Background: an optimization exercise with open tools, aiming at small area, a short achievable clock period and few clock cycles per item. Do not read the settings as production practice. At most, simulation tests tie the RTL to the original design; equivalence was not proved. No activity file was given, so power comes from the tool's default toggle rates.

==> run a <==
## bq_cascade
module bq_cascade (
    input             clk,
    input             rst,
    input             cfg_we,
    input      [2:0]  cfg_sec,
    input      [2:0]  cfg_idx,
    input      [35:0] cfg_data,
    input             in_valid,
    output reg        in_ready,
    input      [35:0] in_data,
    output reg        out_valid,
    output reg [35:0] out_data,
    output reg        out_sat
);
export LEC_CHECK = 0
export CAP_MARGIN = 20
export CORE_MARGIN = 2
export CORE_UTILIZATION = 50
export CTS_CLUSTER_SIZE = 30
export SLEW_MARGIN = 20
create_clock -name core_clock -period 16.0 [get_ports {clk}]
standard.sh (not shown) runs the stock make flow with config.mk's settings and CLKGATE_MAP_FILE= SYNTH_SCRIPT=/design/flow/synth_recipe.tcl, a recipe that flattens the netlist after the stock synthesis.
==> flow/flow/run.sh <==
#!/bin/bash
# Layout flow: the standard synthesis, then a clean-up of the full adders' polarity
# (flow/fapol.py: flips full adders so that the inverters Yosys left between them go away;
# registers and ports are untouched), then the standard ORFS flow from floorplan on, with
# its timing repair aimed at a period below the clock's (SETUP_SLACK_MARGIN) and plain
# buffers (buf_4) rather than delay cells on the ports.
set -euo pipefail
R=orfs/results/${FLOW_PLATFORM}/bq_cascade/base
MARGIN=${MARGIN:-11.3}
bash standard.sh synth > synth.log 2>&1
cp "$R/1_2_yosys.v" "$R/1_2_yosys_std.v"
python3 flow/fapol.py "$R/1_2_yosys_std.v" "$R/1_2_yosys.v" > fapol.log 2>&1
rm -f "$R/1_synth.odb"
bash standard.sh SETUP_SLACK_MARGIN=$MARGIN "BUFFER_PORTS_ARGS=-buffer_cell sky130_fd_sc_hd__buf_4" finish > finish.log 2>&1
Other scripts of this flow, unchanged in this note and not shown: flow/flow/fapol.py
==> run b: changes against run a <==
--- a/flow/design.v
+++ b/flow/design.v
@@ -22,11 +22,13 @@
     reg  [35:0] cap;             
     reg         capv;            
     reg  [35:0] h1, h2;          
     reg         hf1, hf2;        
     wire [1:0] ph_n = ph + 2'd1;
-    wire [2:0] st_n = rst ? 3'd3 : cfg_we ? 3'd4 : (st != 3'd0) ? st - 3'd1 : 3'd0;
+    wire [2:0] st_d = (st != 3'd0) ? st - 3'd1 : 3'd0;
+    wire [2:0] st_w = ~cfg_we ? 3'd0 : (cfg_sec == 3'd0) ? 3'd4 : (cfg_sec == 3'd1) ? 3'd1 : 3'd0;
+    wire [2:0] st_n = rst ? 3'd3 : (st_w > st_d) ? st_w : st_d;
     wire       hf1m = capv | hf1;               
     always @(posedge clk) begin
         ph       <= rst ? 2'd0 : ph_n;
         st       <= st_n;
         in_ready <= ~rst & (ph_n == 2'd2) & (st_n == 3'd0);
==> flow/flow/run.sh (replaced) <==
#!/bin/bash
# Layout flow: the standard synthesis, then a clean-up of the full adders' polarity
# (flow/fapol.py: flips full adders so that the inverters Yosys left between them go away;
# registers and ports are untouched), then the standard ORFS flow from floorplan on, with
# - its timing repair aimed at a period below the clock's (SETUP_SLACK_MARGIN),
# - plain buffers (buf_4) rather than delay cells on the ports,
# - after placement, the flip-flops that drive output ports moved next to their port buffers
#   (flow/iomove_run.tcl), then legalized.
set -euo pipefail
R=orfs/results/${FLOW_PLATFORM}/bq_cascade/base
MARGIN=${MARGIN:-11.3}
ARGS=(SETUP_SLACK_MARGIN=$MARGIN "BUFFER_PORTS_ARGS=-buffer_cell sky130_fd_sc_hd__buf_4")
bash standard.sh synth > synth.log 2>&1
cp "$R/1_2_yosys.v" "$R/1_2_yosys_std.v"
python3 flow/fapol.py "$R/1_2_yosys_std.v" "$R/1_2_yosys.v" > fapol.log 2>&1
rm -f "$R/1_synth.odb"
bash standard.sh "${ARGS[@]}" place > place.log 2>&1
IOMOVE_ODB="$R/3_place.odb" openroad -no_init -exit flow/iomove_run.tcl > iomove.log 2>&1
bash standard.sh "${ARGS[@]}" finish > finish.log 2>&1
==> flow/flow/iomove.tcl (new file) <==
# Move each flip-flop that drives an output port (through the port's buffer) next to that buffer.
# Usage inside openroad after loading a placed design; then legalize with detailed_placement.
proc iomove_outputs {} {
  set block [ord::get_db_block]
  set moved 0
  foreach bterm [$block getBTerms] {
    if {[$bterm getIoType] ne "OUTPUT"} { continue }
    set net [$bterm getNet]
    if {$net eq "NULL"} { continue }
    # the port buffer drives the port net
    set buf ""
    foreach it [$net getITerms] {
      if {[$it isOutputSignal]} { set buf [$it getInst] }
    }
    if {$buf eq ""} { continue }
    # its input net's driver
    set ff ""
    foreach it [$buf getITerms] {
      if {[$it isInputSignal]} {
        set in_net [$it getNet]
        if {$in_net eq "NULL"} { continue }
        foreach it2 [$in_net getITerms] {
          if {[$it2 isOutputSignal]} { set ff [$it2 getInst] }
        }
      }
    }
    if {$ff eq ""} { continue }
    if {![[$ff getMaster] isSequential]} { continue }
    # only when the flop drives nothing else
    set single 1
    foreach it [$ff getITerms] {
      if {[$it isOutputSignal] && [$it getNet] ne "NULL"} {
        if {[llength [[$it getNet] getITerms]] > 2} { set single 0 }
      }
    }
    if {!$single} { continue }
    set loc [$buf getLocation]
    $ff setLocation [lindex $loc 0] [lindex $loc 1]
    incr moved
  }
  puts "iomove: moved $moved output flip-flops next to their port buffers"
}
==> flow/flow/iomove_run.tcl (new file) <==
# Called by flow/run.sh between ORFS's placement and clock tree steps: moves the flip-flops that
# drive output ports next to those ports' buffers, legalizes, and writes the placement back.
set odb $::env(IOMOVE_ODB)
read_db $odb
source [file join [file dirname [info script]] iomove.tcl]
iomove_outputs
detailed_placement
check_placement -verbose
write_db $odb
Settings changed: CORE_UTILIZATION 50 to 45, CTS_CLUSTER_SIZE 30 to default.
==> qor summary <==
	run a	run b
Status	timing/DRC/antenna clean	timing/DRC/antenna clean
Via-to-Cell Ratio	6.904	6.667
Nets in the synthesized netlist	42760	42740
Post-detailed-placement half-perimeter wirelength	1194 mm	1228 mm
Non-clock buffer share	0.04317	0.03968
Worst VDD drop	0.1263 mV	0.1015 mV
Critical path type	register to output pin	register to register
Share of total power in combinational logic	0.074	0.071
Reg2Reg Capture Point	qc1_1[18]	qc1_0[34]
Seq. pwr	13.1 mW	13.2 mW
Count of placed standard cells in the final layout, fillers left out	44930	45990
Fin area	443000 µm²	442200 µm²
Initial core utilization	0.5017	0.4511
Metal1 wirelength	658.4 mm	650.7 mm
Final Net Count	41090	41000
Avg Inst Size Synth	11.43 µm²	11.43 µm²
Final critical-path required period	4.955 ns	4.768 ns
Die footprint	812200 µm²	901600 µm²
Area post-placement	411100 µm²	412300 µm²
Area taken by multi-input logic gates	287200 µm²	287000 µm²
Met2 track utilization from global routing	0.5867	0.5472
Average wire per cell in the routed design	41.37 µm	40.47 µm
Num CTS Buffers	561	575
RePlAce Congestion	1.023	1.013
Testbench counts of run b, summed over its fixed seeds: cycles 8,376, items 2,048.
For run a, only the layout was checked, not whether the RTL still works.

## port drivers added, routing unchanged
The results above use ideal ports. As a check the final layouts listed here were re-extracted and re-timed, cells and wires unchanged. Step 1: set_driving_cell puts a clkbuf_16 on clk and a buf_2 on each other input, an assumption about the parent block. Step 2 adds t to the input delays and takes it off the output delays; t is the mean of the earliest and latest rising clock arrival at the registers after step 1. Input paths then give back, and output paths get back, about the clock's delay inside the block. Three values: ideal, step 1, step 2; two values: the first two.
run	t, ns	setup slack, ns	worst setup path at the end
run a	1.294	11.045 / 10.896 / 11.221	register to register
run b	1.245	11.232 / 11.082 / 11.016	input to register
After both steps every run listed still meets setup and hold. The setup slack of run b, which loses most, moves by -0.150 ns with the drivers and by -0.216 ns with both steps.
